Context: an optimization exercise on an open-source flow, tuned for small area, a short achievable clock period and few clock cycles. The choices shown serve that exercise and are no tape-out recipe. At most, simulation tests tie the RTL to the original design; equivalence was not proved. No functional check of the RTL was part of runs 2 to 5.

## design/flow/config.mk

```make
export PLATFORM = sky130hd
export DESIGN_NAME = vbc_block_decoder
export DESIGN_NICKNAME = vbc_block_decoder
export VERILOG_FILES = /design/flow/design.v
export SDC_FILE = /design/flow/constraint.sdc
export NUM_CORES = 4
export LEC_CHECK = 0
export ABC_AREA = 1
export CAP_MARGIN = 20
export CORE_MARGIN = 2
export CORE_UTILIZATION = 40
export CTS_CLUSTER_DIAMETER = 100
export CTS_CLUSTER_SIZE = 25
export SETUP_SLACK_MARGIN = 4.0
export SLEW_MARGIN = 20
```

## design/flow/constraint.sdc

```tcl
create_clock -name core_clock -period 10.0 [get_ports {clk}]
set_input_delay 2.0000 -clock core_clock [delete_from_list [all_inputs] [get_ports {clk}]]
set_output_delay 2.0000 -clock core_clock [all_outputs]
set_load 0.01 [all_outputs]
```

## design/flow/design.v

```verilog
module vbc_block_decoder (
    input  wire        clk,
    input  wire        rst,           
    input  wire        in_valid,
    output wire        in_ready,
    input  wire [31:0] in_data,       
    input  wire [4:0]  in_w,          
    output reg         out_valid,
    output wire [15:0] out_sample,    
    output reg         out_last       
);
    reg [31:0] slot0, slot1;
    reg        wp;            
    reg [1:0]  cnt;           
    reg [5:0]  ptr;
    reg [4:0]  w_in;          
    assign in_ready = !cnt[1];
    wire accept = in_valid && !cnt[1];
    reg        hdr;           
    reg        raw;
    reg [1:0]  pred;
    reg [4:0]  w;
    reg [17:0] ab;            
    reg        ua;
    reg [7:0]  idx;           
    reg [3:0]  idle;          
    reg [16:0] u2;            
    reg        v2;
    reg [15:0] hist [0:15];
    assign out_sample = hist[0];
    reg  [15:0] wmask;        
    integer wi;
    always @(*)
        for (wi = 0; wi < 16; wi = wi + 1)
            wmask[wi] = w > wi;
    wire [17:0] ub = ua ? {2'b0, u2[15:0]} : 18'd0;
    wire [17:0] cg [0:5];     
    wire [17:0] cp [0:5];
    assign cg[0] = ab & ub;
    assign cp[0] = ab ^ ub;
    genvar gl, gi;
    generate
        for (gl = 0; gl < 5; gl = gl + 1) begin : pfx
            for (gi = 0; gi < 18; gi = gi + 1) begin : bit_
                if (gi >= (1 << gl)) begin : comb
                    assign cg[gl+1][gi] = cg[gl][gi] | (cp[gl][gi] & cg[gl][gi - (1 << gl)]);
                    assign cp[gl+1][gi] = cp[gl][gi] & cp[gl][gi - (1 << gl)];
                end else begin : pass
                    assign cg[gl+1][gi] = cg[gl][gi];
                    assign cp[gl+1][gi] = cp[gl][gi];
                end
            end
        end
    endgenerate
    wire [17:0] carry = {cg[5][16:0], 1'b0};      
    wire [17:0] a     = cp[0] ^ carry;
    wire [17:0] hi    = ab | ub;
    reg  [15:0] kt;
    integer j;
    always @(*) begin
        kt[0] = 1'b1;
        for (j = 1; j < 16; j = j + 1)
            kt[j] = wmask[j] && (((hi >> (j + 2)) != 18'd0) || carry[j + 2]);
    end
    reg  [3:0] k;
    always @(*) begin
        k = 4'd0;
        for (j = 1; j < 16; j = j + 1)
            if (kt[j]) k = j;
    end
    wire [15:0] kmask = {1'b0, kt[15:1]};
    wire [31:0] wd0 = ptr[5] ? slot1 : slot0;
    wire [62:0] sh0 = ptr[5] ? {slot0[30:0], slot1} : {slot1[30:0], slot0};
    wire [46:0] sh1 = ptr[4] ? sh0[62:16] : sh0[46:0];
    wire [38:0] sh2 = ptr[3] ? sh1[46:8]  : sh1[38:0];
    wire [34:0] sh3 = ptr[2] ? sh2[38:4]  : sh2[34:0];
    wire [32:0] sh4 = ptr[1] ? sh3[34:2]  : sh3[32:0];
    wire [31:0] S   = ptr[0] ? sh4[32:1]  : sh4[31:0];
    reg  [4:0]  q;
    integer m;
    always @(*) begin
        q = 5'd16;
        for (m = 15; m >= 0; m = m - 1)
            if (!S[m]) q = m;
    end
    wire esc = q[4];
    wire [23:0] r1  = q[3] ? {1'b0, S[31:9]} : S[24:1];
    wire [19:0] r2  = q[2] ? r1[23:4]  : r1[19:0];
    wire [17:0] r3  = q[1] ? r2[19:2]  : r2[17:0];
    wire [15:0] rem = q[0] ? r3[16:1]  : r3[15:0];
    wire [4:0]  qk1 = k[0] ? {q[3:0], 1'b0} : {1'b0, q[3:0]};
    wire [6:0]  qk2 = k[1] ? {qk1, 2'b0}    : {2'b0, qk1};
    wire [10:0] qk3 = k[2] ? {qk2, 4'b0}    : {4'b0, qk2};
    wire [15:0] qk  = k[3] ? {qk3[7:0], 8'b0} : {5'b0, qk3};
    reg  [16:0] u;
    always @(*) begin
        if (raw)      u = {S[15:0] & wmask, 1'b0};
        else if (esc) u = {1'b0, S[31:16] & wmask};
        else          u = {1'b0, qk | (rem & kmask)};
    end
    wire [5:0]  pos_raw = {1'b0, ptr[4:0]} + {1'b0, w};
    wire [5:0]  pos_esc = pos_raw + 6'd16;
    wire [5:0]  xq      = {1'b0, ptr[4:0]} + {2'b0, q[3:0]};
    wire [5:0]  pos_cod = xq + {2'b0, k} + 6'd1;
    wire [5:0]  end_pos = raw ? pos_raw : esc ? pos_esc : pos_cod;
    reg  [47:0] W;
    integer n;
    always @(*)
        for (n = 0; n < 48; n = n + 1)
            W[n] = (n >= 32) ? 1'b1 : (n >= 17) ? kt[(32 - n) & 15] : 1'b0;
    wire [47:0] Wp      = {1'b1, W[47:1]};
    wire        strad_c = W[xq];
    wire        end5_c  = Wp[xq];
    wire        strad   = raw ? pos_raw > 6'd32 : esc ? pos_esc > 6'd32 : strad_c;
    wire        end5    = raw ? pos_raw[5]      : esc ? pos_esc[5]      : end5_c;
    wire        go      = !hdr && cnt != 2'd0 && (cnt[1] || !strad) && (idx == 8'd0 || idle == 4'd0);
    wire        last    = (idx == 8'd255);
    wire        hgo     = hdr && cnt != 2'd0;
    wire [1:0]  npop    = hgo ? 2'd1 : !go ? 2'd0 : last ? {strad, !strad} : {1'b0, end5};
    wire [1:0]  cnt_a   = cnt + {1'b0, accept};
    wire [1:0]  cnt_a1  = cnt_a - 2'd1;
    wire [1:0]  cnt_n   = npop[1] ? 2'd0 : npop[0] ? cnt_a1 : cnt_a;
    wire        upd     = go && !raw;
    wire [17:0] a_dec   = a - {2'b0, a[17:2]};
    wire [17:0] ab_n    = upd ? a_dec : a;
    always @(posedge clk) begin
        if (rst) begin
            cnt <= 2'd0;
            wp  <= 1'b0;
            ptr <= 6'd0;
            hdr <= 1'b1;
            idx <= 8'd0;
            v2  <= 1'b0;
            out_valid <= 1'b0;
        end else begin
            cnt <= cnt_n;
            wp  <= wp ^ accept;
            if (hgo || (go && last))
                ptr <= {ptr[5] ^ npop[0], 5'd0};
            else if (go)
                ptr <= {ptr[5] ^ end5, end_pos[4:0]};
            if (hdr) begin
                if (cnt != 2'd0) begin
                    hdr  <= 1'b0;
                    w    <= w_in;
                    pred <= wd0[1:0];
                    raw  <= wd0[6];
                end
            end else if (go) begin
                idx <= idx + 8'd1;
                if (last) hdr <= 1'b1;
            end
            v2 <= go;
            out_valid <= v2;
        end
        if (accept) w_in <= in_w;
        if (accept && !wp) slot0 <= in_data;
        if (accept &&  wp) slot1 <= in_data;
        if (hdr) begin
            ab <= 18'd4 << wd0[5:2];
            ua <= 1'b0;
        end else begin
            ab <= ab_n;
            ua <= upd;
        end
        idle     <= go ? 4'd0 : idle + 4'd1;
        u2       <= u;
        out_last <= (idx == 8'd0);
    end
    wire        first = (idx == 8'd1);
    wire        x0    = (idx[3:0] == 4'd1);
    wire        y0    = (idx[7:4] == 4'd0 && idx[3:0] != 4'd0) || (idx == 8'd16);
    wire        coded = !first && !raw;
    wire        use0  = coded && (pred == 2'd1 ? !x0 : pred == 2'd2 &&  y0);
    wire        use15 = coded && (pred == 2'd1 ?  x0 : pred == 2'd2 && !y0);
    wire [15:0] p     = (hist[0] & {16{use0}}) | (hist[15] & {16{use15}});
    wire [15:0] r = u2[16:1] ^ {16{u2[0]}};
    wire [15:0] s = (p + r) & wmask;
    integer h;
    always @(posedge clk) begin
        hist[0] <= v2 ? s : hist[15];
        for (h = 1; h < 16; h = h + 1) hist[h] <= hist[h-1];
    end
endmodule
```

## design/flow/flow/run.sh

```bash
#!/bin/bash
# The standard layout (standard.sh), with one change: ABC's area script
# (ABC_AREA 1) maps the logic with a stronger script (fraig, scorr, dc2,
# dch -f and the &nf mapper) in place of ORFS's dch and map -B 0.9.
# Everything else is ORFS's own scripts, through a folder of links to them.
set -e
here=$(pwd)
mkdir -p "$here/scripts"
for f in "$FLOW_HOME"/scripts/*; do
    ln -sf "$f" "$here/scripts/$(basename "$f")"
done
rm -f "$here/scripts/abc_area.script"
cp "$here/flow/abc_area.script" "$here/scripts/abc_area.script"
export SCRIPTS_DIR="$here/scripts"
bash standard.sh > "$here/standard.log" 2>&1
```

## design/flow/flow/abc_area.script

```
strash
&get -n
&fraig -x
&put
dc2
strash
&get -n
&dch -f
&nf
&put
buffer -c
topo
stime -c
upsize -c
dnsize -c
```

## design/flow/standard.sh

```bash
#!/bin/bash
# synth_recipe.tcl (not shown) runs the flow's synth.tcl, then flattens the netlist and writes it again
# the make line also repeats each setting of config.mk as NAME=value (left out here)
make -C /OpenROAD-flow-scripts/flow DESIGN_CONFIG=/design/flow/config.mk WORK_HOME=/design/flow/orfs CLKGATE_MAP_FILE= SYNTH_SCRIPT=/design/flow/synth_recipe.tcl "${@:-finish}"
```

==> impl_metrics.csv, run 1 <==
group,metric,value,unit
place,dp_cells,2368,
timing,relSlewSlack,0.293,
layout,finalNonFillerCells,2484,
routing,wl_per_cell,19.2,um
layout,antenna_cells,0,
worst_setup_path,endpoint_kind,"flop",
worst_setup_path,worst-path-buf-inv,8,
logic_synthesis,ys_types,74,
run_status,status,"no timing/DRC/antenna violations",
routing,viasPerCell,5.38,
die,dieWidth,214,um
timing,setup_violations,0,
clock_tree,clk_latency,0.57,ns
layout,regArea,8680,um2
place,place_ws,1.89,ns
clock_tree,cts_buffer_depth,3,
routing,num_vias,13360,
layout,finalInstanceArea,21000,um2
timing,fin_setup_tns,0,ns
logic_synthesis,ys.flop_type,"dfxtp_1",
timing,finalHoldViolations,0,
timing,rsz0062_at_grt,"yes",
clock_tree,clk_pin_slew,0.11,ns
grt,grt_pass1_wl,73100,um
routing,drc,0,
clock_tree,cts.sinks,394,
flow_run,max_cap_viol_count,0,
routing,topRoutingLayerUsed,"met4",
logic_synthesis,async_reset_ff_frac,0,
routing,finalWirelength,47700,um
layout,finish.net_count,2016,
routing,drt_iter0_markers,1238,
logic_synthesis,synth_edf_count,77,
logic_synthesis,ys_seq_area_frac,0.489,
place,dpl_cell_area,18900,um2
routing,firstDrtPassIters,6,
place,port_buffers,58,
grt,grt_max_degree,64,
routing,met1_length,21500,um
logic_synthesis,synth_nets,1908,
timing,worst_slack,3.46,ns
timing,fmax,153,MHz
clock_tree,cts_tree,"built",
hold_path,min_path_type,"reg2reg",
worst_setup_path,cpMaxStageDelayCell,"fa_2",
layout,fill_cells,4088,
layout,final_util,0.478,
routing,dr_wl_met2,22100,um
die,num_rows,77,
worst_setup_path,arrival,6.99,ns
logic_synthesis,synth_top_area_cell,"dfxtp_1",
routing,wl_met3,2400,um
die,die_area,45900,um2
logic_synthesis,ys_seq_elements,394,
worst_setup_path,critPathMaxStageDelay,0.51,ns
timing,maxSlewViolCount,0,
clock_tree,cts_buffers,20,
die,start_util,0.403,
logic_synthesis,synth.avg_cell_area,9.95,um2
die,core,43900,um2
worst_setup_path,crit_cells,35,
logic_synthesis,synth_cells,1778,
die,io_pins,59,
clock_tree,cts-root-buf,"clkbuf_16",
logic_synthesis,netlist_top_cells_count,"dfxtp_1 (317), nor2_1 (166), nand2_1 (148)",
timing,finClkSkew,0.0249,ns
timing,fin_crit_sh,0.654,
worst_setup_path,path_class,"reg2reg",
worst_setup_path,path_delay_family,"compound AO/OA/AOI/OAI gates",
logic_synthesis,yosys.cell_count.top_type,"dfxtp_1",
timing,worst_pin_slew,1.06,ns
grt,grt_use_total,0.201,
logic_synthesis,ys_warn_count,2,
grt,grt_antenna_before_repair,1,
layout,multi_input_area,8980,um2
place,place_congestion,0.993,
worst_setup_path,worstRegToRegCells,35,
worst_setup_path,crit_path_max_fanout,8,
place,dp_hpwl,34600,um
clock_tree,ctsHoldBuffers,0,
clock_tree,cts_max_level,1,
hold_path,hold_path_depth,0,
worst_setup_path,cp.required,10.46,ns
timing,fin_crit,6.54,ns
routing,ant_nets,0,
grt,globalRouteOverflowTotal,0,
die,die_y,214,um
worst_setup_path,critPathLaunchType,"flop",
grt,grt_pass1_vias,12914,
logic_synthesis,netlist_top_cells_area,"dfxtp_1 (36%), edfxtp_1 (13%), mux2i_1 (6.7%)",
layout,syn2layout_area_growth,18.7,%
logic_synthesis,synth_top_area_frac,0.359,
logic_synthesis,synth_area,17700,um2
layout,layout-drive-gt1-share,0.171,
layout by cell type (no fill, tap or decap), types with 17 or more instances in the layout:
cell,instances
dfxtp_1,310
nor2_1,143
ha_1,83
a21o_1,21
a21oi_1,116
a21oi_2,26
mux2i_1,100
clkdlybuf4s50_1,58
xor2_1,34
o21bai_1,18
inv_1,87
xnor2_1,27
mux2_2,28
edfxtp_1,77
o21ai_0,84
nand2_1,145
nand3_1,17
clkbuf_16,21
buf_4,77
nor3_1,22
o22ai_1,20
cell type report:
| type | count | share of cell area |
|---|---|---|
| multi-input combinational | 1209 | 0.428 |
| timing repair inverter | 3 | 0.00232 |
| tap | 592 | 0.0353 |
| clock inverter | 4 | 0.00262 |
| sequential | 394 | 0.413 |
| timing repair buffer | 163 | 0.0760 |
| inverter | 95 | 0.0187 |
| clock buffer | 24 | 0.0245 |
kinds of logic after synthesis:
family | share of synthesized area
simple gates | 0.113
compound gates | 0.159
buf+inv | 0.0392
fa+ha+maj | 0.0662
mux | 0.102
flops | 0.489
xor+xnor | 0.0317
flip-flops by register name, indices dropped and copies added (netlist names), 2 cells and up:
| register | cells |
|---|---|
| w_in | 5 |
| u2 | 17 |
| ab | 18 |
| idle | 4 |
| ptr | 6 |
| pred | 2 |
| idx | 8 |
| w | 5 |
| slot1 | 32 |
| hist | 256 |
| slot0 | 32 |
| cnt | 2 |
layer usage:
metal	up-vias	GRT usage
li1	6499	-
met1	6350	0.275
met2	411	0.331
met3	100	0.0237
met4	0	0.0639
met5	-	0
final timing paths:
kind	start	to	slack, ns
worst min register to register	hist[1][3]	hist[2][3]	0.31
worst max register to register	ptr[5]	ab[17]	3.46
worst max-delay path	ptr[5]	ab[17]	3.46
worst min-delay path	hist[1][3]	hist[2][3]	0.31
what timing repair did:
item,4_1_cts,5_1_grt
resized for setup,106,78
buffers inserted,51,29
setup endpoints to repair,56,57
gates cloned,4,4
pin swaps,28,33
endpoints found under the hold margin,0,0
metrics by stage:
stage          hold WS [ns]
6_report              0.314
2_1_floorplan         0.310
4_1_cts               0.306
5_1_grt               0.320
3_5_place_dp          0.312
3_3_place_gp          0.310
Testbench counts, summed over its fixed seeds: cycles 98,969.
==> run 2, diff against run 1 <==
--- a/design/flow/design.v
+++ b/design/flow/design.v
@@ -30,8 +30,16 @@
     assign out_sample = hist[0];
     reg  [15:0] wmask;        
-    integer wi;
+    integer wi, wb;
+    reg     w_gt, w_eq;
     always @(*)
-        for (wi = 0; wi < 16; wi = wi + 1)
-            wmask[wi] = w > wi;
+        for (wi = 0; wi < 16; wi = wi + 1) begin
+            w_gt = 1'b0;
+            w_eq = 1'b1;
+            for (wb = 3; wb >= 0; wb = wb - 1) begin
+                if (((wi >> wb) & 1) == 0) w_gt = w_gt | (w_eq & w[wb]);
+                w_eq = w_eq & (w[wb] == ((wi >> wb) & 1));
+            end
+            wmask[wi] = w[4] | w_gt;
+        end
     wire [17:0] ub = ua ? {2'b0, u2[15:0]} : 18'd0;
     wire [17:0] cg [0:5];     
@@ -55,5 +63,10 @@
     wire [17:0] carry = {cg[5][16:0], 1'b0};      
     wire [17:0] a     = cp[0] ^ carry;
-    wire [17:0] hi    = ab | ub;
+    wire [17:0] hs0 = ab | ub;
+    wire [17:0] hs1 = hs0 | {1'b0,  hs0[17:1]};
+    wire [17:0] hs2 = hs1 | {2'b0,  hs1[17:2]};
+    wire [17:0] hs3 = hs2 | {4'b0,  hs2[17:4]};
+    wire [17:0] hs  = hs3 | {8'b0,  hs3[17:8]};
+    wire [17:0] hs4 = hs  | {16'b0, hs[17:16]};
     reg  [15:0] kt;
     integer j;
@@ -61,5 +74,5 @@
         kt[0] = 1'b1;
         for (j = 1; j < 16; j = j + 1)
-            kt[j] = wmask[j] && (((hi >> (j + 2)) != 18'd0) || carry[j + 2]);
+            kt[j] = wmask[j] && (hs4[j + 2] || carry[j + 2]);
     end
     reg  [3:0] k;
==> design/flow/run.sh (new file) <==
#!/bin/bash
# synth_recipe.tcl (not shown) runs the flow's synth.tcl, then flattens the netlist and writes it again
# the make line also repeats each setting of config.mk as NAME=value (left out here)
make -C /OpenROAD-flow-scripts/flow DESIGN_CONFIG=/design/flow/config.mk WORK_HOME=/design/flow/orfs CLKGATE_MAP_FILE= SYNTH_SCRIPT=/design/flow/synth_recipe.tcl finish
removed: design/flow/flow/run.sh
removed: design/flow/flow/abc_area.script
removed: design/flow/standard.sh
==> run 2 against run 1 <==
Against the previous run: via count grew 20%; sequential share of layout area hardly changed; clock skew grew 0.032 ns; global-route usage up 2.2 points; die area increased by 6.0%.
==> impl_metrics.csv, run 2 <==
group,metric,value,unit
run_status,status,"no timing/DRC/antenna violations",
layout,largest_register_ffs,256,
logic_synthesis,netlist_top_cells_area,"dfxtp_1 (34%), nand2_1 (13%), edfxtp_1 (12%)",
clock_tree,clk_pin_slew,0.09,ns
logic_synthesis,synth_mux_area_frac,0.00267,
clock_tree,cts-root-buf,"clkbuf_16",
routing,drt_iter0_markers,1175,
worst_setup_path,cpMaxStageDelayCell,"fa_2",
grt,grt_pass1_wl,84000,um
worst_setup_path,crit_cells,31,
routing,firstDrtPassIters,5,
worst_setup_path,crit_path_max_fanout,10,
hold_path,min_path_type,"reg2reg",
worst_setup_path,worst-path-buf-inv,5,
clock_tree,clk_latency,0.60,ns
timing,rsz0062_at_grt,"yes",
timing,finalHoldViolations,0,
die,start_util,0.404,
logic_synthesis,synth_top_area_cell,"dfxtp_1",
routing,viasPerCell,5.24,
place,port_buffers,58,
clock_tree,cts.sinks,394,
layout,finalInstanceArea,21000,um2
grt,grt_pass1_vias,15082,
logic_synthesis,synth_nets,2533,
grt,grt_antenna_before_repair,0,
die,die_area,48700,um2
flow_run,max_cap_viol_count,0,
layout,fill_cells,4702,
logic_synthesis,ys_seq_area_frac,0.461,
routing,num_vias,16045,
logic_synthesis,netlist_top_cells_count,"nand2_1 (666), nand3_1 (319), dfxtp_1 (317)",
logic_synthesis,yosys.area_share.simple,0.268,
logic_synthesis,async_reset_ff_frac,0,
timing,fin_crit_sh,0.567,
layout,top_regs,"hist x256, slot0 x32, slot1 x32",
timing,finClkSkew,0.0573,ns
logic_synthesis,synth_area,18800,um2
routing,finalWirelength,55300,um
clock_tree,ctsHoldBuffers,0,
layout,layout_commonest_cell,"nand2_1",
die,num_rows,79,
logic_synthesis,synthAdderAreaFrac,0.0624,
timing,fmax,176,MHz
logic_synthesis,synthXorXnorAreaFrac,0.0289,
grt,grt_max_degree,60,
place,dpl_cell_area,19800,um2
place,place_congestion,0.999,
grt,grt_use_total,0.222,
timing,fin_setup_tns,0,ns
logic_synthesis,yosys.cell_count.top_type,"nand2_1",
worst_setup_path,worstRegToRegCells,31,
layout,layout-drive-gt1-share,0.0603,
die,core,46500,um2
timing,relSlewSlack,0.232,
timing,maxSlewViolCount,0,
timing,worst_pin_slew,1.14,ns
logic_synthesis,synth.avg_cell_area,7.81,um2
timing,setup_violations,0,
worst_setup_path,path_delay_family,"compound AO/OA/AOI/OAI gates",
worst_setup_path,cpMostUsedCell,"nand2_1",
worst_setup_path,endpoint_kind,"flop",
layout,finish.net_count,2578,
layout,regArea,8670,um2
die,die_y,221,um
worst_setup_path,critPathMaxStageDelay,0.68,ns
die,io_pins,59,
layout,multi_input_area,8890,um2
layout,layout_common_cells,"nand2_1 (662), nand3_1 (317), dfxtp_1 (313)",
layout,syn2layout_area_growth,11.8,%
routing,ant_nets,0,
clock_tree,cts_buffers,21,
logic_synthesis,synth_edf_count,77,
timing,fin_crit,5.67,ns
worst_setup_path,arrival,6.17,ns
clock_tree,cts_max_level,1,
clock_tree,cts_buffer_depth,3,
logic_synthesis,synth_cells,2403,
worst_setup_path,cp.required,10.50,ns
worst_setup_path,path_class,"reg2reg",
layout,antenna_cells,0,
logic_synthesis,synth_top_family_by_area,"simple AND/OR/NAND/NOR gates",
place,dp_hpwl,42300,um
routing,wl_per_cell,18.1,um
logic_synthesis,ys_types,57,
logic_synthesis,ys.flop_type,"dfxtp_1",
logic_synthesis,ys_seq_elements,394,
grt,globalRouteOverflowTotal,0,
logic_synthesis,synth-compound-area-share,0.100,
layout,largest-register,"hist",
clock_tree,cts_tree,"built",
routing,drc,0,
hold_path,hold_path_depth,0,
logic_synthesis,synth_top_area_frac,0.338,
worst_setup_path,critPathLaunchType,"flop",
logic_synthesis,ys_warn_count,2,
die,dieWidth,221,um
[run 2: cell type report]
cell class,count,area share
sequential,394,0.413
clock buffer,25,0.0272
timing repair buffer,103,0.0473
timing repair inverter,1,0.000537
multi-input combinational,1674,0.424
tap,607,0.0362
clock inverter,4,0.00310
inverter,253,0.0486
[run 2: per-layer routing]
metal	up-vias	GRT usage	part of all wire
met5	-	0	0
met4	0	0.104	0.055
met3	130	0.0261	0.043
met2	447	0.368	0.46
met1	7500	0.289	0.44
li1	7968	-	-
[run 2: kinds of logic after synthesis]
group	after synthesis
AOI/OAI and AO/OA	333
xor gates and xnor gates	62
DFF	394
and+or+nand+nor	1179
buffers and inverters	340
muxes	5
adders and majority gates	90
[run 2: repair_timing]
item / 4_1_cts / 5_1_grt
buffers inserted: 2 / 26
gates resized for setup: 28 / 40
endpoints found under the setup margin: 41 / 41
gates cloned: 2 / 6
pin swaps: 1 / 7
[run 2: through the flow]
stage | hold WS, ns | util | instances | setup WS [ns]
2_1_floorplan | 0.310 | - | 2403 | 5.10
3_3_place_gp | 0.311 | 0.425 | 2996 | 2.54
3_5_place_dp | 0.312 | 0.425 | 2996 | 2.57
4_1_cts | 0.322 | 0.442 | 3029 | 4.00
5_1_grt | 0.328 | 0.452 | 3061 | 3.97
6_report | 0.315 | 0.452 | 3061 | 4.33
[run 2: final timing paths]
path / start / endpoint / slack (ns)
setup reg to reg: ptr[5] / ab[2] / 4.33
hold reg to reg: hist[4][1] / hist[5][1] / 0.32
setup / recovery: ptr[5] / ab[2] / 4.33
hold / removal: hist[4][1] / hist[5][1] / 0.32
==> run 3, diff against run 2 <==
--- a/design/flow/config.mk
+++ b/design/flow/config.mk
@@ -12,4 +12,4 @@
 export CTS_CLUSTER_DIAMETER = 100
 export CTS_CLUSTER_SIZE = 25
-export SETUP_SLACK_MARGIN = 4.0
+export SETUP_SLACK_MARGIN = 4.25
 export SLEW_MARGIN = 20
==> run 3 against run 2 <==
Against the previous run: still clean; core utilization grew 0.46 points; via count hardly changed; worst setup slack gained 0.17 ns; wire length rose by 0.92%; critical path type unchanged; largest cell class unchanged.
==> impl_metrics.csv, run 3 <==
group,metric,value,unit
run_status,status,"no timing/DRC/antenna violations",
worst_setup_path,critPathMaxStageDelay,0.39,ns
worst_setup_path,r2r_start,"ptr[5]",
layout,finalInstanceArea,21200,um2
logic_synthesis,netlist_top_cells_count,"nand2_1 (666), nand3_1 (319), dfxtp_1 (317)",
layout,top_regs,"hist x256, slot0 x32, slot1 x32",
place,port_buffers,58,
logic_synthesis,synth.avg_cell_area,7.81,um2
layout,layout_commonest_cell,"nand2_1",
layout,layout-drive-gt1-share,0.0728,
timing,worst_pin_slew,1.19,ns
worst_setup_path,arrival,5.95,ns
logic_synthesis,synth_nets,2533,
logic_synthesis,ys_types,57,
die,die_y,221,um
clock_tree,cts_max_level,1,
logic_synthesis,ys_seq_elements,394,
place,place_congestion,0.999,
worst_setup_path,endpoint_kind,"flop",
logic_synthesis,netlist_top_cells_area,"dfxtp_1 (34%), nand2_1 (13%), edfxtp_1 (12%)",
layout,syn2layout_area_growth,12.9,%
logic_synthesis,async_reset_ff_frac,0,
logic_synthesis,ys_warn_count,2,
hold_path,holdCritStartpoint,"hist[4][1]",
worst_setup_path,cp.required,10.44,ns
logic_synthesis,synth_cells,2403,
flow_run,max_cap_viol_count,0,
logic_synthesis,synth_area,18800,um2
grt,grt_use_total,0.223,
timing,fmax,182,MHz
timing,fin_crit_sh,0.551,
timing,finalHoldViolations,0,
grt,grt_max_degree,60,
routing,firstDrtPassIters,5,
clock_tree,cts_buffers,21,
layout,finish.net_count,2584,
logic_synthesis,synth_edf_count,77,
timing,rsz0062_at_grt,"no",
clock_tree,cts_buffer_depth,3,
die,start_util,0.404,
worst_setup_path,startpoint,"ptr[5]",
timing,relSlewSlack,0.197,
routing,viasPerCell,5.23,
clock_tree,cts_tree,"built",
logic_synthesis,synth_top_area_frac,0.338,
worst_setup_path,r2r_setup_slack,4.49,ns
layout,largest_register_ffs,256,
place,dpl_cell_area,19800,um2
grt,globalRouteOverflowTotal,0,
logic_synthesis,ys.flop_type,"dfxtp_1",
timing,finClkSkew,0.0543,ns
worst_setup_path,crit_path_max_fanout,10,
routing,finalWirelength,55800,um
worst_setup_path,path_class,"reg2reg",
die,die_area,48700,um2
worst_setup_path,worstRegToRegCells,37,
hold_path,hold_end,"hist[5][1]",
clock_tree,clk_latency,0.59,ns
logic_synthesis,synth_top_area_cell,"dfxtp_1",
layout,layout_common_cells,"nand2_1 (657), dfxtp_1 (313), nand3_1 (310)",
clock_tree,cts.sinks,394,
die,num_rows,79,
worst_setup_path,critPathLaunchType,"flop",
routing,num_vias,16038,
routing,wl_per_cell,18.2,um
routing,drt_iter0_markers,1251,
hold_path,hold_path_depth,0,
clock_tree,cts-root-buf,"clkbuf_16",
hold_path,min_path_type,"reg2reg",
timing,maxSlewViolCount,0,
layout,largest-register,"hist",
logic_synthesis,ys_seq_area_frac,0.461,
worst_setup_path,reg2reg_to,"ab[12]",
worst_setup_path,cpMostUsedCell,"nand2_1",
routing,ant_nets,0,
timing,fin_setup_tns,0,ns
clock_tree,clk_pin_slew,0.09,ns
die,dieWidth,221,um
grt,grt_pass1_wl,84500,um
logic_synthesis,yosys.cell_count.top_type,"nand2_1",
place,dp_hpwl,42300,um
grt,grt_antenna_before_repair,0,
timing,setup_violations,0,
timing,fin_crit,5.51,ns
worst_setup_path,cpMaxStageDelayCell,"dfxtp_4",
die,core,46500,um2
layout,antenna_cells,0,
routing,drc,0,
die,io_pins,59,
grt,grt_pass1_vias,15177,
run 3: cell count changes in the layout (fill, tap and decap cells not counted), moves of 4 or more:
cell and delta:
o21ai_1 -4, o21ai_2 +4, nand3_2 +8, nand2_1 -5, nand3_1 -7
run 3: logic make-up after synthesis:
kind of cell,share of synthesized area
buffers and inverters,0.0762
adder cells (fa/ha/maj),0.0624
multiplexers,0.00267
XOR/XNOR,0.0289
AO/OA/AOI/OAI,0.100
flip-flops,0.461
AND/OR/NAND/NOR,0.268
run 3: final cells by class:
class / count / area (um2)
inverters: 253 / 1030
clock inverters: 4 / 65.1
well taps: 607 / 759
clock buffers: 25 / 572
repair buffers: 106 / 1050
flip-flops and latches: 394 / 8670
fillers: 4678 / 25300
multi-input cells: 1676 / 9030
repair inverters: 2 / 20.0
run 3: routing by layer:
metal | vias to the layer above | GRT usage | part of all wire
met1 | 7466 | 0.290 | 0.45
met4 | 0 | 0.108 | 0.053
met3 | 123 | 0.0274 | 0.043
met5 | - | 0 | 0
li1 | 7994 | - | -
met2 | 455 | 0.369 | 0.46
run 3: worst max-delay path, delay by kind of cell, from the launching register on:
family	cells	cell delay [ns]
and+or+nand+nor	21	2.29
DFF	1	0.39
AOI/OAI and AO/OA	7	1.32
adders and majority gates	1	0.29
buffers and inverters	8	1.05
run 3: timing repair:
| item | 4_1_cts | 5_1_grt |
|---|---|---|
| setup endpoints to repair | 41 | 41 |
| buffers inserted | 6 | 24 |
| pin swaps | 2 | 15 |
| hold buffers | 0 | 0 |
| cloned | 3 | 9 |
| gates resized for setup | 40 | 62 |
run 3: how the worst max path moves through the flow:
stage                     cells past startpoint      to  slack [ns]
after floorplan                              46   ab[6]        5.10
after global placement                       36  ab[17]        2.54
after detailed placement                     35   ab[4]        2.57
after CTS                                    45   ab[8]        4.26
after global routing                         48   ab[7]        4.24
final                                        37  ab[12]        4.49
run 3: stage by stage:
stage / cells / utilization / setup WS (ns) / hold WS [ns]
floorplan: 2403 / - / 5.10 / 0.310
global placement: 2996 / 0.425 / 2.54 / 0.311
detailed placement: 2996 / 0.425 / 2.57 / 0.312
CTS: 3034 / 0.444 / 4.26 / 0.322
global route: 3067 / 0.456 / 4.24 / 0.328
finish: 3067 / 0.456 / 4.49 / 0.314
==> run 4, diff against run 3 <==
--- a/design/flow/design.v
+++ b/design/flow/design.v
@@ -30,16 +30,8 @@
     assign out_sample = hist[0];
     reg  [15:0] wmask;        
-    integer wi, wb;
-    reg     w_gt, w_eq;
+    integer wi;
     always @(*)
-        for (wi = 0; wi < 16; wi = wi + 1) begin
-            w_gt = 1'b0;
-            w_eq = 1'b1;
-            for (wb = 3; wb >= 0; wb = wb - 1) begin
-                if (((wi >> wb) & 1) == 0) w_gt = w_gt | (w_eq & w[wb]);
-                w_eq = w_eq & (w[wb] == ((wi >> wb) & 1));
-            end
-            wmask[wi] = w[4] | w_gt;
-        end
+        for (wi = 0; wi < 16; wi = wi + 1)
+            wmask[wi] = w > wi;
     wire [17:0] ub = ua ? {2'b0, u2[15:0]} : 18'd0;
     wire [17:0] cg [0:5];     
@@ -63,10 +55,5 @@
     wire [17:0] carry = {cg[5][16:0], 1'b0};      
     wire [17:0] a     = cp[0] ^ carry;
-    wire [17:0] hs0 = ab | ub;
-    wire [17:0] hs1 = hs0 | {1'b0,  hs0[17:1]};
-    wire [17:0] hs2 = hs1 | {2'b0,  hs1[17:2]};
-    wire [17:0] hs3 = hs2 | {4'b0,  hs2[17:4]};
-    wire [17:0] hs  = hs3 | {8'b0,  hs3[17:8]};
-    wire [17:0] hs4 = hs  | {16'b0, hs[17:16]};
+    wire [17:0] hi    = ab | ub;
     reg  [15:0] kt;
     integer j;
@@ -74,5 +61,5 @@
         kt[0] = 1'b1;
         for (j = 1; j < 16; j = j + 1)
-            kt[j] = wmask[j] && (hs4[j + 2] || carry[j + 2]);
+            kt[j] = wmask[j] && (((hi >> (j + 2)) != 18'd0) || carry[j + 2]);
     end
     reg  [3:0] k;
@@ -114,15 +101,22 @@
     wire [5:0]  pos_raw = {1'b0, ptr[4:0]} + {1'b0, w};
     wire [5:0]  pos_esc = pos_raw + 6'd16;
-    wire [5:0]  xq      = {1'b0, ptr[4:0]} + {2'b0, q[3:0]};
-    wire [5:0]  pos_cod = xq + {2'b0, k} + 6'd1;
+    wire [5:0]  kp1     = {1'b0, ptr[4:0]} + {2'b0, k} + 6'd1;
+    wire [5:0]  pos_cod = kp1 + {2'b0, q[3:0]};
     wire [5:0]  end_pos = raw ? pos_raw : esc ? pos_esc : pos_cod;
-    reg  [47:0] W;
-    integer n;
+    reg  [17:0] tm;
+    integer n, nb;
+    reg     c_lt, c_eq;
     always @(*)
-        for (n = 0; n < 48; n = n + 1)
-            W[n] = (n >= 32) ? 1'b1 : (n >= 17) ? kt[(32 - n) & 15] : 1'b0;
-    wire [47:0] Wp      = {1'b1, W[47:1]};
-    wire        strad_c = W[xq];
-    wire        end5_c  = Wp[xq];
+        for (n = 0; n < 18; n = n + 1) begin
+            c_lt = 1'b0;
+            c_eq = 1'b1;
+            for (nb = 5; nb >= 0; nb = nb - 1) begin
+                if ((((33 - n) >> nb) & 1) == 1) c_lt = c_lt | (c_eq & !kp1[nb]);
+                c_eq = c_eq & (kp1[nb] == (((33 - n) >> nb) & 1));
+            end
+            tm[n] = c_lt;
+        end
+    wire        strad_c = !tm[16] && &(S[15:0] | ~tm[15:0]);
+    wire        end5_c  = !tm[17] && &(S[15:0] | ~tm[16:1]);
     wire        strad   = raw ? pos_raw > 6'd32 : esc ? pos_esc > 6'd32 : strad_c;
     wire        end5    = raw ? pos_raw[5]      : esc ? pos_esc[5]      : end5_c;
--- a/design/flow/config.mk
+++ b/design/flow/config.mk
@@ -12,4 +12,4 @@
 export CTS_CLUSTER_DIAMETER = 100
 export CTS_CLUSTER_SIZE = 25
-export SETUP_SLACK_MARGIN = 4.25
+export SETUP_SLACK_MARGIN = 4.0
 export SLEW_MARGIN = 20
==> run 4 against run 3 <==
Against the previous run: still clean on timing, DRC and antenna; non-clock buffer count up 41; critical path type unchanged; first-iteration DRC count down 3.3%; critical path depth up 8; global-route usage down 1.1 points.
==> impl_metrics.csv, run 4 <==
group,metric,value,unit
run_status,status,"no timing/DRC/antenna violations",
timing,fin_setup_tns,0,ns
grt,grt_antenna_before_repair,0,
worst_setup_path,crit_cells,45,
worst_setup_path,path_class,"reg2reg",
grt,grt_pass1_wl,83200,um
layout,layout_commonest_cell,"nand2_1",
logic_synthesis,synth_top_area_frac,0.336,
die,core,46600,um2
place,place_congestion,0.941,
routing,wl_per_cell,17.5,um
worst_setup_path,path_delay_family,"simple AND/OR/NAND/NOR gates",
die,die_area,49000,um2
grt,grt_use_total,0.212,
logic_synthesis,netlist_top_cells_area,"dfxtp_1 (34%), nand2_1 (14%), edfxtp_1 (12%)",
timing,hold_ws,0.319,ns
clock_tree,cts_tree,"built",
clock_tree,clk_latency,0.56,ns
routing,num_vias,16076,
grt,grt_max_degree,71,
routing,firstDrtPassIters,6,
grt,globalRouteOverflowTotal,0,
layout,layout_common_cells,"nand2_1 (652), dfxtp_1 (310), nand3_1 (282)",
grt,grt_pass1_vias,14999,
place,port_buffers,58,
timing,maxSlewViolCount,0,
logic_synthesis,ys_seq_elements,394,
worst_setup_path,cpMostUsedCell,"nand2_2",
timing,setup_violations,0,
clock_tree,cts_max_level,1,
hold_path,min_path_type,"reg2reg",
worst_setup_path,crit_path_max_fanout,5,
clock_tree,ctsHoldBuffers,0,
place,dp_cells,2997,
clock_tree,cts_buffer_depth,3,
worst_setup_path,endpoint_kind,"flop",
logic_synthesis,ys_types,61,
layout,finish.net_count,2611,
logic_synthesis,synth_area,18900,um2
layout,layout-drive-gt1-share,0.120,
logic_synthesis,synth_nets,2526,
clock_tree,cts-root-buf,"clkbuf_16",
die,die_y,221,um
timing,rsz0062_at_grt,"yes",
timing,fin_crit,5.92,ns
logic_synthesis,ys_warn_count,2,
worst_setup_path,r2r_start,"ua",
logic_synthesis,synth.avg_cell_area,7.88,um2
timing,finalHoldViolations,0,
worst_setup_path,reg2reg_to,"ab[2]",
layout,syn2layout_area_growth,15.0,%
layout,largest-register,"hist",
die,dieWidth,221,um
layout,largest_register_ffs,256,
logic_synthesis,synth_top_area_cell,"dfxtp_1",
timing,fin_crit_sh,0.592,
routing,drc,0,
logic_synthesis,synth_cells,2396,
logic_synthesis,yosys.cell_count.top_type,"nand2_1",
layout,top_regs,"hist x256, slot0 x32, slot1 x32",
logic_synthesis,async_reset_ff_frac,0,
worst_setup_path,worstRegToRegCells,45,
clock_tree,cts_buffers,21,
die,io_pins,59,
logic_synthesis,synth_edf_count,77,
routing,finalWirelength,54000,um
timing,worst_slack,4.08,ns
worst_setup_path,r2r_setup_slack,4.08,ns
place,place_ws,2.33,ns
flow_run,max_cap_viol_count,0,
die,num_rows,79,
timing,worst_pin_slew,0.938,ns
routing,ant_nets,0,
hold_path,hold_end,"hist[2][4]",
worst_setup_path,critPathMaxStageDelay,0.40,ns
clock_tree,clk_pin_slew,0.10,ns
timing,finClkSkew,0.0221,ns
layout,finalNonFillerCells,3096,
worst_setup_path,cpMaxStageDelayCell,"dfxtp_4",
worst_setup_path,cp.required,10.46,ns
clock_tree,cts.sinks,394,
timing,fmax,169,MHz
logic_synthesis,ys.flop_type,"dfxtp_1",
die,start_util,0.406,
routing,drt_iter0_markers,1210,
place,dp_hpwl,39700,um
timing,relSlewSlack,0.374,
routing,viasPerCell,5.19,
hold_path,holdCritStartpoint,"hist[1][4]",
worst_setup_path,arrival,6.38,ns
logic_synthesis,ys_seq_area_frac,0.459,
logic_synthesis,netlist_top_cells_count,"nand2_1 (683), dfxtp_1 (317), nand3_1 (286)",
hold_path,hold_path_depth,0,
worst_setup_path,worst-path-buf-inv,6,
worst_setup_path,critPathLaunchType,"flop",
run 4: worst max path at each step:
stage	slack [ns]	to	start
final	4.08	ab[2]	ua
after CTS	3.96	ab[2]	ua
after global placement	2.57	ab[17]	ua
after global routing	3.74	ab[2]	ua
after floorplan	4.00	ab[10]	ua
after detailed placement	2.33	ab[17]	ua
run 4: area by class of cell:
type | instances | area (um2)
flip-flops and latches | 394 | 8670
clock buffers | 23 | 533
well taps | 607 | 759
inverters | 245 | 942
diodes | 1 | 2.50
multi-input cells | 1672 | 9420
clock inverters | 7 | 76.3
fillers | 4517 | 24800
repair buffers | 147 | 1310
run 4: stage by stage:
step | instance area (um2) | util
3_5_place_dp | 19900 | 0.427
5_1_grt | 21700 | 0.466
3_3_place_gp | 19900 | 0.427
2_1_floorplan | 18900 | -
4_1_cts | 21100 | 0.454
6_report | 21700 | 0.466
run 4: cells by family (layout without fill, tap and decap cells):
kind of cell / after synthesis / count (layout) / synth area share
DFF: 394 / 394 / 0.459
adders and majority gates: 90 / 90 / 0.0620
AOI/OAI and AO/OA: 336 / 336 / 0.104
muxes: 5 / 5 / 0.00265
buffers and inverters: 332 / 422 / 0.0768
other: 0 / 1 / 0
xor gates and xnor gates: 60 / 60 / 0.0278
and+or+nand+nor: 1179 / 1181 / 0.268
run 4: timing repair:
action	CTS	global route
resized for setup	76	97
setup buffers	40	25
pin swaps	28	45
gates cloned	3	0
setup endpoints to repair	41	41
run 4: routing by layer:
layer	wire length (um)	track usage
met5	0	0
met3	2520	0.0195
met4	1800	0.0632
met1	24600	0.290
met2	25100	0.356
run 4: worst register-to-register path: cells and delay by family (launching register included):
kind | cells | cell delay (ns)
AOI/OAI and AO/OA | 10 | 1.38
adders and majority gates | 3 | 0.82
buffers and inverters | 6 | 0.70
DFF | 1 | 0.40
and+or+nand+nor | 26 | 2.48
==> run 5, diff against run 4 <==
--- a/design/flow/design.v
+++ b/design/flow/design.v
@@ -10,8 +10,7 @@
     output reg         out_last       
 );
-    reg [31:0] slot0, slot1;
-    reg        wp;            
+    reg [31:0] wd0, wd1;
     reg [1:0]  cnt;           
-    reg [5:0]  ptr;
+    reg [4:0]  ptr;
     reg [4:0]  w_in;          
     assign in_ready = !cnt[1];
@@ -70,6 +69,5 @@
     end
     wire [15:0] kmask = {1'b0, kt[15:1]};
-    wire [31:0] wd0 = ptr[5] ? slot1 : slot0;
-    wire [62:0] sh0 = ptr[5] ? {slot0[30:0], slot1} : {slot1[30:0], slot0};
+    wire [62:0] sh0 = {wd1[30:0], wd0};
     wire [46:0] sh1 = ptr[4] ? sh0[62:16] : sh0[46:0];
     wire [38:0] sh2 = ptr[3] ? sh1[46:8]  : sh1[38:0];
@@ -101,22 +99,15 @@
     wire [5:0]  pos_raw = {1'b0, ptr[4:0]} + {1'b0, w};
     wire [5:0]  pos_esc = pos_raw + 6'd16;
-    wire [5:0]  kp1     = {1'b0, ptr[4:0]} + {2'b0, k} + 6'd1;
-    wire [5:0]  pos_cod = kp1 + {2'b0, q[3:0]};
+    wire [5:0]  xq      = {1'b0, ptr[4:0]} + {2'b0, q[3:0]};
+    wire [5:0]  pos_cod = xq + {2'b0, k} + 6'd1;
     wire [5:0]  end_pos = raw ? pos_raw : esc ? pos_esc : pos_cod;
-    reg  [17:0] tm;
-    integer n, nb;
-    reg     c_lt, c_eq;
+    reg  [47:0] W;
+    integer n;
     always @(*)
-        for (n = 0; n < 18; n = n + 1) begin
-            c_lt = 1'b0;
-            c_eq = 1'b1;
-            for (nb = 5; nb >= 0; nb = nb - 1) begin
-                if ((((33 - n) >> nb) & 1) == 1) c_lt = c_lt | (c_eq & !kp1[nb]);
-                c_eq = c_eq & (kp1[nb] == (((33 - n) >> nb) & 1));
-            end
-            tm[n] = c_lt;
-        end
-    wire        strad_c = !tm[16] && &(S[15:0] | ~tm[15:0]);
-    wire        end5_c  = !tm[17] && &(S[15:0] | ~tm[16:1]);
+        for (n = 0; n < 48; n = n + 1)
+            W[n] = (n >= 32) ? 1'b1 : (n >= 17) ? kt[(32 - n) & 15] : 1'b0;
+    wire [47:0] Wp      = {1'b1, W[47:1]};
+    wire        strad_c = W[xq];
+    wire        end5_c  = Wp[xq];
     wire        strad   = raw ? pos_raw > 6'd32 : esc ? pos_esc > 6'd32 : strad_c;
     wire        end5    = raw ? pos_raw[5]      : esc ? pos_esc[5]      : end5_c;
@@ -134,6 +125,5 @@
         if (rst) begin
             cnt <= 2'd0;
-            wp  <= 1'b0;
-            ptr <= 6'd0;
+            ptr <= 5'd0;
             hdr <= 1'b1;
             idx <= 8'd0;
@@ -142,9 +132,8 @@
         end else begin
             cnt <= cnt_n;
-            wp  <= wp ^ accept;
             if (hgo || (go && last))
-                ptr <= {ptr[5] ^ npop[0], 5'd0};
+                ptr <= 5'd0;
             else if (go)
-                ptr <= {ptr[5] ^ end5, end_pos[4:0]};
+                ptr <= end_pos[4:0];
             if (hdr) begin
                 if (cnt != 2'd0) begin
@@ -162,6 +151,10 @@
         end
         if (accept) w_in <= in_w;
-        if (accept && !wp) slot0 <= in_data;
-        if (accept &&  wp) slot1 <= in_data;
+        if (npop == 2'd1)
+            wd0 <= cnt[1] ? wd1 : in_data;
+        else if (accept && cnt == 2'd0)
+            wd0 <= in_data;
+        if (accept && cnt == 2'd1 && npop == 2'd0)
+            wd1 <= in_data;
         if (hdr) begin
             ab <= 18'd4 << wd0[5:2];
--- a/design/flow/config.mk
+++ b/design/flow/config.mk
@@ -12,4 +12,4 @@
 export CTS_CLUSTER_DIAMETER = 100
 export CTS_CLUSTER_SIZE = 25
-export SETUP_SLACK_MARGIN = 4.0
+export SETUP_SLACK_MARGIN = 4.25
 export SLEW_MARGIN = 20
==> run 5 against run 4 <==
Against the previous run: largest cell class unchanged; highest routed layer unchanged; via count shrank 1.5%; die area shrank 2.3%; clock skew is 0.038 ns higher; still clean on timing, DRC and antenna; first-iteration DRC count up 20%; fmax grew 7.2%.
==> impl_metrics.csv, run 5 <==
group,metric,value,unit
layout,finalNonFillerCells,3012,
clock_tree,cts_buffers,21,
layout,finish.net_count,2534,
layout,layout_commonest_cell,"nand2_1",
place,place_ws,2.67,ns
timing,fin_setup_tns,0,ns
die,die_y,219,um
timing,maxSlewViolCount,0,
layout,regArea,8630,um2
routing,ant_nets,0,
layout,layout-drive-gt1-share,0.0746,
clock_tree,cts_buffer_depth,3,
clock_tree,clk_pin_slew,0.11,ns
logic_synthesis,ys_seq_elements,392,
clock_tree,ctsHoldBuffers,0,
die,io_pins,59,
timing,rsz0062_at_grt,"no",
die,core,45500,um2
layout,largest-register,"hist",
logic_synthesis,netlist_top_cells_count,"nand2_1 (676), dfxtp_1 (315), nand3_1 (273)",
logic_synthesis,async_reset_ff_frac,0,
layout,top_regs,"hist x256, wd0 x32, wd1 x32",
worst_setup_path,crit_path_max_fanout,17,
die,start_util,0.405,
grt,grt_antenna_before_repair,1,
routing,viasPerCell,5.25,
worst_setup_path,path_class,"reg2reg",
clock_tree,clk_latency,0.60,ns
die,num_rows,78,
timing,setup_violations,0,
worst_setup_path,arrival,5.83,ns
worst_setup_path,endpoint,"wd0[11]",
layout,largest_register_ffs,256,
routing,num_vias,15827,
layout,fill_cells,4564,
clock_tree,cts_max_level,1,
worst_setup_path,cpMostUsedCell,"nand2_1",
logic_synthesis,ys_seq_area_frac,0.467,
layout,antenna_cells,0,
layout,multi_input_area,8790,um2
timing,fin_crit_sh,0.552,
layout,layout_common_cells,"nand2_1 (663), dfxtp_1 (310), nand3_1 (263)",
worst_setup_path,critPathMaxStageDelay,0.70,ns
place,port_buffers,58,
routing,wl_per_cell,18.3,um
logic_synthesis,netlist_top_cells_area,"dfxtp_1 (34%), nand2_1 (14%), edfxtp_1 (13%)",
logic_synthesis,synth_edf_count,77,
timing,worst_slack,4.48,ns
timing,fin_crit,5.52,ns
logic_synthesis,synth.avg_cell_area,7.87,um2
grt,grt_max_degree,53,
logic_synthesis,synth_area,18400,um2
routing,firstDrtPassIters,8,
worst_setup_path,endpoint_kind,"flop",
worst_setup_path,critPathLaunchType,"flop",
die,dieWidth,219,um
flow_run,max_cap_viol_count,0,
routing,finalWirelength,55100,um
timing,relSlewSlack,0.323,
worst_setup_path,reg2reg_to,"wd0[11]",
routing,drt_iter0_markers,1446,
place,dp_hpwl,40900,um
hold_path,min_path_type,"reg2reg",
timing,worst_pin_slew,1.02,ns
logic_synthesis,yosys.cell_count.top_type,"nand2_1",
grt,globalRouteOverflowTotal,0,
worst_setup_path,cpMaxStageDelayCell,"fa_2",
grt,grt_pass1_wl,83000,um
timing,fmax,181,MHz
place,place_congestion,0.976,
run_status,status,"no timing/DRC/antenna violations",
logic_synthesis,synth_cells,2343,
worst_setup_path,cp.required,10.31,ns
die,die_area,47800,um2
timing,finClkSkew,0.0600,ns
logic_synthesis,synth_top_area_cell,"dfxtp_1",
layout,syn2layout_area_growth,13.5,%
timing,finalHoldViolations,0,
grt,grt_pass1_vias,14713,
logic_synthesis,synth_top_area_frac,0.342,
logic_synthesis,ys.flop_type,"dfxtp_1",
clock_tree,cts_tree,"built",
worst_setup_path,r2r_start,"ptr[4]",
routing,drc,0,
logic_synthesis,synth_nets,2472,
worst_setup_path,startpoint,"ptr[4]",
place,dp_cells,2932,
worst_setup_path,worstRegToRegCells,30,
logic_synthesis,ys_types,52,
grt,grt_use_total,0.222,
clock_tree,cts-root-buf,"clkbuf_16",
clock_tree,cts.sinks,392,
logic_synthesis,ys_warn_count,2,
worst_setup_path,r2r_setup_slack,4.48,ns
-- run 5: cell count changes after synthesis, moves of 10 or more --
cell	change
nor3_1	-14
o211ai_1	+10
clkbuf_1	+13
inv_2	-15
o21ai_1	-16
nand3_1	-13
buf_6	-12
o22ai_1	-16
a31oi_1	-12
o21ai_0	+53
-- run 5: how the worst min path moves through the flow --
| stage | start | to | slack [ns] | cells after the start |
|---|---|---|---|---|
| 3_3_place_gp | hist[6][5] | hist[7][5] | 0.31 | 0 |
| 3_5_place_dp | hist[12][3] | hist[13][3] | 0.31 | 0 |
| 4_1_cts | hist[11][9] | hist[12][9] | 0.30 | 0 |
| 2_1_floorplan | hist[9][0] | hist[10][0] | 0.31 | 0 |
| 6_report | hist[11][9] | hist[12][9] | 0.30 | 0 |
| 5_1_grt | hist[11][9] | hist[12][9] | 0.32 | 0 |
-- run 5: cell type report --
type,instances,share of cell area
well taps,600,0.0359
clock inverters,6,0.00353
repair inverters,5,0.00155
multi-input cells,1640,0.420
flip-flops and latches,392,0.412
repair buffers,115,0.0573
clock buffers,24,0.0256
inverters,230,0.0438
-- run 5: worst max-delay path: cells and delay by family, from the launching register on --
family | cells | cell delay, ns
flip-flops | 1 | 0.49
AND/OR/NAND/NOR | 14 | 1.26
buffers and inverters | 8 | 1.44
AO/OA/AOI/OAI | 7 | 1.33
adder cells (fa/ha/maj) | 1 | 0.70
-- run 5: through the flow --
stage | util | cell area (um2) | hold slack (ns)
2_1_floorplan | - | 18400 | 0.310
3_3_place_gp | 0.428 | 19500 | 0.311
3_5_place_dp | 0.428 | 19500 | 0.312
4_1_cts | 0.448 | 20400 | 0.301
5_1_grt | 0.460 | 20900 | 0.323
6_report | 0.460 | 20900 | 0.300
-- run 5: per-layer routing --
| layer | global-route usage | wire (um) |
|---|---|---|
| met1 | 0.313 | 25400 |
| met2 | 0.354 | 24700 |
| met3 | 0.0267 | 3200 |
| met4 | 0.0694 | 1840 |
| met5 | 0 | 0 |
-- run 5: cells by family after synthesis --
family / count (synthesis) / share of synthesized area
buffers and inverters: 315 / 0.0709
adder cells (fa/ha/maj): 89 / 0.0628
AND/OR/NAND/NOR: 1134 / 0.262
flip-flops: 392 / 0.467
AO/OA/AOI/OAI: 346 / 0.104
multiplexers: 7 / 0.00380
XOR/XNOR: 60 / 0.0285
-- run 5: what timing repair did --
| item | CTS | global route |
|---|---|---|
| gates resized for setup | 43 | 54 |
| endpoints found under the setup margin | 136 | 125 |
| pin swaps | 4 | 10 |
| buffers inserted | 12 | 23 |
| cloned | 4 | 11 |

## static timing again, ports no longer ideal
No port has a modelled driver above. Below, the same layouts with a new extraction and two added sets of constraints. Step 1, drivers: a clkbuf_16 drives clk and a buf_2 each remaining input, both assumed. Step 2, shift: input delay + t, output delay - t, t = (earliest + latest rising clock arrival at the registers) / 2. This alone moves slack from input paths to output paths. a / b / c = no drivers / after step 1 / after step 2; a / b = the first two.
| run | t, ns | setup WS [ns] | slew at the worst register clock pin (ns) |
|---|---|---|---|
| run 1 | 0.604 | 3.463 / 3.463 / 3.463 | 0.11 / 0.11 |
| run 2 | 0.626 | 4.325 / 4.325 / 4.325 | 0.11 / 0.11 |
| run 3 | 0.625 | 4.494 / 4.494 / 4.494 | 0.11 / 0.11 |
| run 4 | 0.607 | 4.084 / 4.084 / 4.084 | 0.10 / 0.10 |
| run 5 | 0.627 | 4.480 / 4.480 / 4.480 | 0.11 / 0.11 |
After both steps every run listed still meets setup and hold.
